This design comes from an exercise in tuning for a short achievable clock period and few clock cycles per item on the open sky130 flow, not from production work.
In this exercise RTL edits were held to simulation tests only and were not proved equivalent to the original.

==> v11: inputs <==
Design filt_chain, start of the top module:
module filt_chain (
    input  wire        clk,
    input  wire        rst,
    input  wire        restart,
    input  wire [1:0]  cfg_nstage,    
    input  wire [43:0] cfg_len,       
    input  wire [43:0] cfg_dec,       
    input  wire [19:0] cfg_shift,     
    input  wire        cfg_trunc,     
    input  wire        in_valid,
    output wire        in_ready,
    input  wire [31:0] in_data,
    input  wire        in_missing,
    input  wire        in_invalid,
    input  wire        in_simulated,
    output reg         out_valid,
    output reg  [31:0] out_data,
    output reg         out_sat,
    output reg         out_missing,
    output reg         out_invalid,
    output reg         out_simulated,
    output wire        mem_rd_en,
    output wire [11:0] mem_rd_addr,
    input  wire [35:0] mem_rd_data,
    output wire        mem_wr_en,
    output wire [11:0] mem_wr_addr,
    output wire [35:0] mem_wr_data
);
export LEC_CHECK = 0
export CAP_MARGIN = 20
export CORE_MARGIN = 2
export CORE_UTILIZATION = 60
export PLACE_DENSITY = 0.7
export SLEW_MARGIN = 20
create_clock -name core_clock -period 13.0 [get_ports {clk}]
standard.sh (not shown) runs the stock make flow with config.mk's settings and CLKGATE_MAP_FILE= SYNTH_SCRIPT=/design/flow/synth_recipe.tcl, a recipe that flattens the netlist after the stock synthesis.
==> flow/flow/run.sh <==
#!/bin/bash
set -uo pipefail
RES=orfs/results/${FLOW_PLATFORM}/filt_chain/base
KNOBS="SETUP_SLACK_MARGIN=8.8 TNS_END_PERCENT=10"

antennas() {
    printf 'read_db %s\nputs "ANTENNAS [check_antennas]"\n' "$RES/6_final.odb" > check_antennas.tcl
    openroad -no_init -exit check_antennas.tcl > "check_antennas_$1.log" 2>&1
    sed -n 's/^ANTENNAS \([0-9]*\)$/\1/p' "check_antennas_$1.log" | tail -1
}

bash standard.sh $KNOBS finish > standard_flow_1.log 2>&1
n=$(antennas 1)
if [[ "$n" != "0" ]]; then
    mv orfs orfs_try1
    rm -f out/final.def
    bash standard.sh $KNOBS PLACE_DENSITY=0.72 finish > standard_flow_2.log 2>&1
fi
test -f out/final.def
==> v37: changes against v11 <==
--- a/flow/design.v
+++ b/flow/design.v
@@ -4,13 +4,13 @@
     input  wire [10:0] len,
     input  wire [10:0] lm1,
     input  wire [4:0]  sh,
     input  wire [43:0] rnd,
     input  wire        mm,         
     input  wire        last,       
-    input  wire [35:0] rd_data,    
+    input  wire [35:0] rd_q,       
     input  wire        v0,
     input  wire [31:0] x0,
     input  wire [3:0]  f0,         
     input  wire [3:0]  tg0,        
     output wire        ov_next,    
     output wire [31:0] y_next,
@@ -33,18 +33,18 @@
             if (kill) age[q] <= 11'h400;
             else if (v0) age[q] <= an;
     end endgenerate
     always @(posedge clk)
         if (kill) fill <= 11'd0;
         else if (v0 && init0) fill <= fill + 11'd1;
-    reg        v1, v2;
-    reg [31:0] x1;
-    reg [3:0]  fw1, fw2;
-    reg [3:0]  tg1, tg2;
-    reg        init1;
-    reg [31:0] tap1;
+    reg        v1, v2, v3, v4;
+    reg [31:0] x1, x2;
+    reg [3:0]  fw1, fw2, fw3, fw4;
+    reg [3:0]  tg1, tg2, tg3, tg4;
+    reg        init1, init2;
+    reg [31:0] tap1, tap2;
     generate if (FLOP) begin : g_win
         reg [127:0]       sel;       
         reg [128*32-1:0]  sr;
         integer j;
         always @(posedge clk) begin
             for (j = 0; j < 128; j = j + 1)
@@ -52,51 +52,55 @@
             if (v0) begin
                 for (j = 0; j < 127; j = j + 1)
                     sr[j*32 +: 32] <= sel[j] ? x0 : sr[(j+1)*32 +: 32];
                 sr[127*32 +: 32] <= x0;
             end
             tap1 <= sr[31:0];
+            tap2 <= tap1;
         end
     end else begin : g_nowin
-        always @(posedge clk) tap1 <= 32'd0;
+        always @(posedge clk) begin
+            tap1 <= 32'd0;
+            tap2 <= 32'd0;
+        end
     end endgenerate
     always @(posedge clk) begin
         v1 <= v0 & ~kill;
+        v2 <= v1 & ~kill;
         x1 <= x0;  fw1 <= fw;  tg1 <= tg0;  init1 <= init0;
-    end
-    wire [31:0] old = init1 ? 32'd0 : (mm ? rd_data[31:0] : tap1);
-    reg  [32:0] d2;
-    always @(posedge clk) begin
-        v2  <= v1 & ~kill;
-        tg2 <= tg1;  fw2 <= fw1;
-        d2  <= {x1[31], x1} - {old[31], old};
+        x2 <= x1;  fw2 <= fw1; tg2 <= tg1;  init2 <= init1;
+    end
+    wire [31:0] old = init2 ? 32'd0 : (mm ? rd_q[31:0] : tap2);
+    wire [32:0] d   = {x2[31], x2} - {old[31], old};
+    reg [32:0] d3;
+    always @(posedge clk) begin
+        v3  <= v2 & ~kill;
+        d3  <= d;  fw3 <= fw2;  tg3 <= tg2;
     end
     reg signed [43:0] acc;        
-    reg        v3;
-    reg [3:0]  fw3, tg3;
-    always @(posedge clk) begin
-        v3  <= v2 & ~kill;
-        tg3 <= tg2;  fw3 <= fw2;
+    always @(posedge clk) begin
+        v4  <= v3 & ~kill;
+        tg4 <= tg3;  fw4 <= fw3;
         if (kill)
             acc <= rnd;
-        else if (v2)
-            acc <= acc + {{11{d2[32]}}, d2};
+        else if (v3)
+            acc <= acc + {{11{d3[32]}}, d3};
     end
     wire signed [43:0] s = acc >>> sh;
     wire sat_hi = ~s[43] & (|s[42:31]);
     wire sat_lo =  s[43] & ~(&s[42:31]);
     assign y_next  = sat_hi ? 32'h7FFF_FFFF : sat_lo ? 32'h8000_0000 : s[31:0];
-    assign yf_next = {fw3[3:1], fw3[0] | sat_hi | sat_lo};
-    wire outs = v3 & tg3[0] & ~kill;
+    assign yf_next = {fw4[3:1], fw4[0] | sat_hi | sat_lo};
+    wire outs = v4 & tg4[0] & ~kill;
     assign ov_next = outs & last;
     assign nv_next = outs & ~last;
     always @(posedge clk) begin
         vo  <= nv_next;
         yo  <= y_next;
         fo  <= yf_next;
-        tgo <= {1'b0, tg3[3:1]};
+        tgo <= {1'b0, tg4[3:1]};
     end
 endmodule
 module filt_chain (
     input  wire        clk,
     input  wire        rst,
     input  wire        restart,
@@ -169,53 +173,55 @@
             pc[2] <= o[1] ? (o[2] ? 11'd0 : pce2 + 11'd1) : pce2;
             pc[3] <= o[2] ? (o[3] ? 11'd0 : pce3 + 11'd1) : pce3;
         end else if (rs_q) begin
             pc[0] <= 11'd0; pc[1] <= 11'd0; pc[2] <= 11'd0; pc[3] <= 11'd0;
         end
     end
-    reg [12:0] rsv1, rsv2, rsv3;
-    wire [12:0] busy = rsv1 | rsv2 | rsv3;
+    reg [15:0] rsv1, rsv2, rsv3;
+    wire [15:0] busy = rsv1 | rsv2 | rsv3;
     always @(posedge clk) begin
         if (rs_in) begin
-            rsv1 <= 13'd0; rsv2 <= 13'd0; rsv3 <= 13'd0;
+            rsv1 <= 16'd0; rsv2 <= 16'd0; rsv3 <= 16'd0;
             in_ready_q <= 1'b1;
         end else begin
-            rsv1 <= {1'b0, rsv1[12:1]} | {8'd0, accept & o[0] & mm_q[1], 4'd0};
-            rsv2 <= {1'b0, rsv2[12:1]} | {4'd0, accept & o[1] & mm_q[2], 8'd0};
-            rsv3 <= {1'b0, rsv3[12:1]} | {accept & o[2] & mm_q[3], 12'd0};
-            in_ready_q <= ~(busy[2] | (mm_q[1] & busy[6]) | (mm_q[2] & busy[10]));
+            rsv1 <= {1'b0, rsv1[15:1]} | {10'd0, accept & o[0] & mm_q[1], 5'd0};
+            rsv2 <= {1'b0, rsv2[15:1]} | {5'd0, accept & o[1] & mm_q[2], 10'd0};
+            rsv3 <= {1'b0, rsv3[15:1]} | {accept & o[2] & mm_q[3], 15'd0};
+            in_ready_q <= ~(busy[2] | (mm_q[1] & busy[7]) | (mm_q[2] & busy[12]));
         end
     end
     reg        v0_1;
     reg [31:0] x0_1;
     reg [3:0]  f0_1, tg0_1;
     always @(posedge clk) begin
         v0_1  <= accept;
         x0_1  <= in_data;
         f0_1  <= {in_simulated, in_invalid, in_missing, 1'b0};
         tg0_1 <= o;
     end
+    reg [35:0] rd_q;
+    always @(posedge clk) rd_q <= mem_rd_data;
     wire        ov   [0:3];
     wire [31:0] yn   [0:3];
     wire [3:0]  yfn  [0:3];
     wire        nvn  [0:3];
     wire        vo   [0:3];
     wire [31:0] yo   [0:3];
     wire [3:0]  fo   [0:3];
     wire [3:0]  tgo  [0:3];
     fc_stage #(.FLOP(0)) st0 (
         .clk(clk), .kill(rs_q), .len(len_q[0]), .lm1(lm1_q[0]), .sh(sh_q[0]),
-        .rnd(rnd_q[0]), .mm(1'b1), .last(last_q[0]), .rd_data(mem_rd_data),
+        .rnd(rnd_q[0]), .mm(1'b1), .last(last_q[0]), .rd_q(rd_q),
         .v0(v0_1), .x0(x0_1), .f0(f0_1), .tg0(tg0_1),
         .ov_next(ov[0]), .y_next(yn[0]), .yf_next(yfn[0]), .nv_next(nvn[0]),
         .vo(vo[0]), .yo(yo[0]), .fo(fo[0]), .tgo(tgo[0]));
     genvar g;
     generate for (g = 1; g < 4; g = g + 1) begin : g_st
         fc_stage #(.FLOP(1)) st (
             .clk(clk), .kill(rs_q), .len(len_q[g]), .lm1(lm1_q[g]), .sh(sh_q[g]),
-            .rnd(rnd_q[g]), .mm(mm_q[g]), .last(last_q[g]), .rd_data(mem_rd_data),
+            .rnd(rnd_q[g]), .mm(mm_q[g]), .last(last_q[g]), .rd_q(rd_q),
             .v0(vo[g-1]), .x0(yo[g-1]), .f0(fo[g-1]), .tg0(tgo[g-1]),
             .ov_next(ov[g]), .y_next(yn[g]), .yf_next(yfn[g]), .nv_next(nvn[g]),
             .vo(vo[g]), .yo(yo[g]), .fo(fo[g]), .tgo(tgo[g]));
     end endgenerate
     reg  [9:0]  ptr [0:3];
     wire [9:0]  ptr0e = rs_q ? 10'd0 : ptr[0];
==> flow/run.sh (new file) <==
#!/bin/bash
# synth_recipe.tcl (not shown) runs the flow's synth.tcl, then flattens the netlist and writes it again
# the make line also repeats each setting of config.mk as NAME=value (left out here)
make -C /OpenROAD-flow-scripts/flow DESIGN_CONFIG=/design/flow/config.mk WORK_HOME=/design/flow/orfs CLKGATE_MAP_FILE= SYNTH_SCRIPT=/design/flow/synth_recipe.tcl finish
Settings changed: CORE_UTILIZATION 60 to 40, PLACE_DENSITY 0.7 to 0.6.
removed: flow/flow/run.sh
removed: flow/standard.sh
==> v24: changes against v11 <==
--- a/flow/design.v
+++ b/flow/design.v
@@ -33,18 +33,18 @@
             if (kill) age[q] <= 11'h400;
             else if (v0) age[q] <= an;
     end endgenerate
     always @(posedge clk)
         if (kill) fill <= 11'd0;
         else if (v0 && init0) fill <= fill + 11'd1;
-    reg        v1, v2;
-    reg [31:0] x1;
-    reg [3:0]  fw1, fw2;
-    reg [3:0]  tg1, tg2;
-    reg        init1;
-    reg [31:0] tap1;
+    reg        v1, v2, v3, v4;
+    reg [31:0] x1, x2;
+    reg [3:0]  fw1, fw2, fw3, fw4;
+    reg [3:0]  tg1, tg2, tg3, tg4;
+    reg        init1, init2;
+    reg [31:0] tap1, tap2;
     generate if (FLOP) begin : g_win
         reg [127:0]       sel;       
         reg [128*32-1:0]  sr;
         integer j;
         always @(posedge clk) begin
             for (j = 0; j < 128; j = j + 1)
@@ -52,51 +52,55 @@
             if (v0) begin
                 for (j = 0; j < 127; j = j + 1)
                     sr[j*32 +: 32] <= sel[j] ? x0 : sr[(j+1)*32 +: 32];
                 sr[127*32 +: 32] <= x0;
             end
             tap1 <= sr[31:0];
+            tap2 <= tap1;
         end
     end else begin : g_nowin
-        always @(posedge clk) tap1 <= 32'd0;
+        always @(posedge clk) begin
+            tap1 <= 32'd0;
+            tap2 <= 32'd0;
+        end
     end endgenerate
     always @(posedge clk) begin
         v1 <= v0 & ~kill;
+        v2 <= v1 & ~kill;
         x1 <= x0;  fw1 <= fw;  tg1 <= tg0;  init1 <= init0;
-    end
-    wire [31:0] old = init1 ? 32'd0 : (mm ? rd_data[31:0] : tap1);
-    reg  [32:0] d2;
-    always @(posedge clk) begin
-        v2  <= v1 & ~kill;
-        tg2 <= tg1;  fw2 <= fw1;
-        d2  <= {x1[31], x1} - {old[31], old};
+        x2 <= x1;  fw2 <= fw1; tg2 <= tg1;  init2 <= init1;
+    end
+    wire [31:0] old = init2 ? 32'd0 : (mm ? rd_data[31:0] : tap2);
+    wire [32:0] d   = {x2[31], x2} - {old[31], old};
+    reg [32:0] d3;
+    always @(posedge clk) begin
+        v3  <= v2 & ~kill;
+        d3  <= d;  fw3 <= fw2;  tg3 <= tg2;
     end
     reg signed [43:0] acc;        
-    reg        v3;
-    reg [3:0]  fw3, tg3;
-    always @(posedge clk) begin
-        v3  <= v2 & ~kill;
-        tg3 <= tg2;  fw3 <= fw2;
+    always @(posedge clk) begin
+        v4  <= v3 & ~kill;
+        tg4 <= tg3;  fw4 <= fw3;
         if (kill)
             acc <= rnd;
-        else if (v2)
-            acc <= acc + {{11{d2[32]}}, d2};
+        else if (v3)
+            acc <= acc + {{11{d3[32]}}, d3};
     end
     wire signed [43:0] s = acc >>> sh;
     wire sat_hi = ~s[43] & (|s[42:31]);
     wire sat_lo =  s[43] & ~(&s[42:31]);
     assign y_next  = sat_hi ? 32'h7FFF_FFFF : sat_lo ? 32'h8000_0000 : s[31:0];
-    assign yf_next = {fw3[3:1], fw3[0] | sat_hi | sat_lo};
-    wire outs = v3 & tg3[0] & ~kill;
+    assign yf_next = {fw4[3:1], fw4[0] | sat_hi | sat_lo};
+    wire outs = v4 & tg4[0] & ~kill;
     assign ov_next = outs & last;
     assign nv_next = outs & ~last;
     always @(posedge clk) begin
         vo  <= nv_next;
         yo  <= y_next;
         fo  <= yf_next;
-        tgo <= {1'b0, tg3[3:1]};
+        tgo <= {1'b0, tg4[3:1]};
     end
 endmodule
 module filt_chain (
     input  wire        clk,
     input  wire        rst,
     input  wire        restart,
@@ -146,13 +150,13 @@
             rnd_q[i] <= (cfg_shift[i*5 +: 5] == 5'd0 || cfg_trunc) ? 44'd0
                         : (44'd1 << (cfg_shift[i*5 +: 5] - 5'd1));
             last_q[i] <= (cfg_nstage == i);
             mm_q[i]  <= (i == 0) || ((cfg_len[i*11 +: 11] > 11'd128) && (cfg_nstage >= i));
         end
     end
-    reg         in_ready_q;
+    reg         in_ready_q, in_ready_q2;
     assign in_ready = in_ready_q;
     wire accept = in_valid & in_ready_q & ~rs_in;
     reg  [10:0] pc [0:3];
     wire [10:0] pce0 = rs_q ? 11'd0 : pc[0];
     wire [10:0] pce1 = rs_q ? 11'd0 : pc[1];
     wire [10:0] pce2 = rs_q ? 11'd0 : pc[2];
@@ -169,23 +173,24 @@
             pc[2] <= o[1] ? (o[2] ? 11'd0 : pce2 + 11'd1) : pce2;
             pc[3] <= o[2] ? (o[3] ? 11'd0 : pce3 + 11'd1) : pce3;
         end else if (rs_q) begin
             pc[0] <= 11'd0; pc[1] <= 11'd0; pc[2] <= 11'd0; pc[3] <= 11'd0;
         end
     end
-    reg [12:0] rsv1, rsv2, rsv3;
-    wire [12:0] busy = rsv1 | rsv2 | rsv3;
+    always @(posedge clk) in_ready_q <= in_ready_q2 | rs_in;
+    reg [15:0] rsv1, rsv2, rsv3;
+    wire [15:0] busy = rsv1 | rsv2 | rsv3;
     always @(posedge clk) begin
         if (rs_in) begin
-            rsv1 <= 13'd0; rsv2 <= 13'd0; rsv3 <= 13'd0;
-            in_ready_q <= 1'b1;
+            rsv1 <= 16'd0; rsv2 <= 16'd0; rsv3 <= 16'd0;
+            in_ready_q2 <= 1'b1;
         end else begin
-            rsv1 <= {1'b0, rsv1[12:1]} | {8'd0, accept & o[0] & mm_q[1], 4'd0};
-            rsv2 <= {1'b0, rsv2[12:1]} | {4'd0, accept & o[1] & mm_q[2], 8'd0};
-            rsv3 <= {1'b0, rsv3[12:1]} | {accept & o[2] & mm_q[3], 12'd0};
-            in_ready_q <= ~(busy[2] | (mm_q[1] & busy[6]) | (mm_q[2] & busy[10]));
+            rsv1 <= {1'b0, rsv1[15:1]} | {10'd0, accept & o[0] & mm_q[1], 5'd0};
+            rsv2 <= {1'b0, rsv2[15:1]} | {5'd0, accept & o[1] & mm_q[2], 10'd0};
+            rsv3 <= {1'b0, rsv3[15:1]} | {accept & o[2] & mm_q[3], 15'd0};
+            in_ready_q2 <= ~(busy[3] | (mm_q[1] & busy[8]) | (mm_q[2] & busy[13]));
         end
     end
     reg        v0_1;
     reg [31:0] x0_1;
     reg [3:0]  f0_1, tg0_1;
     always @(posedge clk) begin
@@ -248,21 +253,33 @@
         else if (req1) ptr[1] <= ({1'b0, ptr[1]} == lm1_q[1]) ? 10'd0 : ptr[1] + 10'd1;
         if (rs_q) ptr[2] <= 10'd0;
         else if (req2) ptr[2] <= ({1'b0, ptr[2]} == lm1_q[2]) ? 10'd0 : ptr[2] + 10'd1;
         if (rs_q) ptr[3] <= 10'd0;
         else if (req3) ptr[3] <= ({1'b0, ptr[3]} == lm1_q[3]) ? 10'd0 : ptr[3] + 10'd1;
     end
-    assign mem_rd_en   = men_q;
-    assign mem_wr_en   = men_q;
-    assign mem_rd_addr = maddr_q;
-    assign mem_wr_addr = maddr_q;
-    assign mem_wr_data = mdata_q;
-    always @(posedge clk) begin
-        out_valid <= ~rs_in & (ov[0] | ov[1] | ov[2] | ov[3]);
+    reg        men_q2;
+    reg [11:0] maddr_q2;
+    reg [35:0] mdata_q2;
+    always @(posedge clk) begin
+        men_q2   <= men_q;
+        maddr_q2 <= maddr_q;
+        mdata_q2 <= mdata_q;
+    end
+    assign mem_rd_en   = men_q2;
+    assign mem_wr_en   = men_q2;
+    assign mem_rd_addr = maddr_q2;
+    assign mem_wr_addr = maddr_q2;
+    assign mem_wr_data = mdata_q2;
+    reg        ov1;
+    reg [35:0] oy1;
+    always @(posedge clk) begin
+        ov1 <= ~rs_in & (ov[0] | ov[1] | ov[2] | ov[3]);
         case (nst_q)
-            2'd0: {out_simulated, out_invalid, out_missing, out_sat, out_data} <= {yfn[0], yn[0]};
-            2'd1: {out_simulated, out_invalid, out_missing, out_sat, out_data} <= {yfn[1], yn[1]};
-            2'd2: {out_simulated, out_invalid, out_missing, out_sat, out_data} <= {yfn[2], yn[2]};
-            default: {out_simulated, out_invalid, out_missing, out_sat, out_data} <= {yfn[3], yn[3]};
+            2'd0: oy1 <= {yfn[0], yn[0]};
+            2'd1: oy1 <= {yfn[1], yn[1]};
+            2'd2: oy1 <= {yfn[2], yn[2]};
+            default: oy1 <= {yfn[3], yn[3]};
         endcase
+        out_valid <= ov1 & ~rs_in;
+        {out_simulated, out_invalid, out_missing, out_sat, out_data} <= oy1;
     end
 endmodule
==> key figures <==
Route
  – Vias post-DR: 316029

Outcome
  – Status: finished clean

STA
  – Tightest Pin Transition: 1.28 ns

Clock tree
  – Clock Latency Late Sink: 1.30 ns

Global route
  – First-pass GRT wire length: 2130000 microns

Floorplan
  – Tap cells: 13614

Layout
  – Area growth syn-to-layout: 10.7%
  – ClkCell Share: 7.07%

Critical path
  – Worst Setup Start Kind: register

Synth
  – Adder-cell share of the synthesized area: 1.20%
The numbers above come from v24.

==> key figures <==
Layout
  – Largest cell class: sequential cells
  – Multi-input gate count: 19413
  – Area growth syn-to-layout: 10.5%
  – ClkCell Share: 6.99%

Critical path
  – CP peak stage delay: 0.46 ns
  – Cells on worst reg2reg path: 11
  – Worst Setup Start Kind: input port
  – Critical Path RT: 14.06 ns

Place
  – Pre-CTS setup slack: 5.76 ns

Synth
  – Adder-cell share of the synthesized area: 1.22%
  – Commonest cells in the netlist: edfxtp_1, mux2_2, clkbuf_1
  – Yosys top cell by area: edfxtp_1

Route
  – Vias post-DR: 312745

Global route
  – First-pass GRT wire length: 2070000 microns

Outcome
  – Status: finished clean
The numbers above come from v11.

==> key figures <==
Route
  – Vias post-DR: 309826

Floorplan
  – Num ports: 286
  – Tap cells: 20336

Synth
  – Total number of yosys warnings: 19
  – Top post-synthesis cells by area: edfxtp_1, mux2_2, dfxtp_1, clkbuf_1, ha_1
  – Adder-cell share of the synthesized area: 1.21%

Outcome
  – Status: finished clean

STA
  – Post-layout worst setup margin: 7.34 ns
  – Tightest Pin Transition: 1.24 ns

Layout
  – ClkCell Share: 7.27%
  – Seq area share: 60.3%
  – Area growth syn-to-layout: 11.9%

Clock tree
  – Clock sink total: 14450
  – Post-CTS Resized: 0
  – Clock Latency Late Sink: 1.38 ns

Critical path
  – Worst Setup Start Kind: register

Place
  – DPL Wire Length: 818000 microns
The numbers above come from v37.

Testbench counts of v11, summed over its fixed seeds: cycles 119,755, items 118,615.
Testbench counts of v37, summed over its fixed seeds: cycles 119,992, items 118,615.
Testbench counts of v24, summed over its fixed seeds: cycles 120,088, items 118,615.

afterwards: timing with drivers on the ports:
The results above use ideal ports. As a check the final layouts listed here were re-extracted and re-timed, cells and wires unchanged. Step 1 sets driving cells, clkbuf_16 on the clock port and buf_2 on the other inputs (assumed; they add their load-dependent delay and slew). Step 2 also shifts input and output timing later by t, the mid clock arrival at the registers, as if the neighbouring blocks saw the same clock. Three values: ideal ports, drivers, drivers and shift; two values: the first two.
run | t (ns) | setup WS [ns] | pins driven straight from the clock port
v11 | 1.389 | 8.481 / 8.411 / 7.192 | 1
v37 | 1.464 | 7.336 / 7.170 / 7.252 | 1
v24 | 1.409 | 8.537 / 8.363 / 7.336 | 1
After both steps every run listed still meets setup and hold. For v11, which loses most, drivers alone change the setup slack by -0.070 ns; drivers and shift together by -1.289 ns.
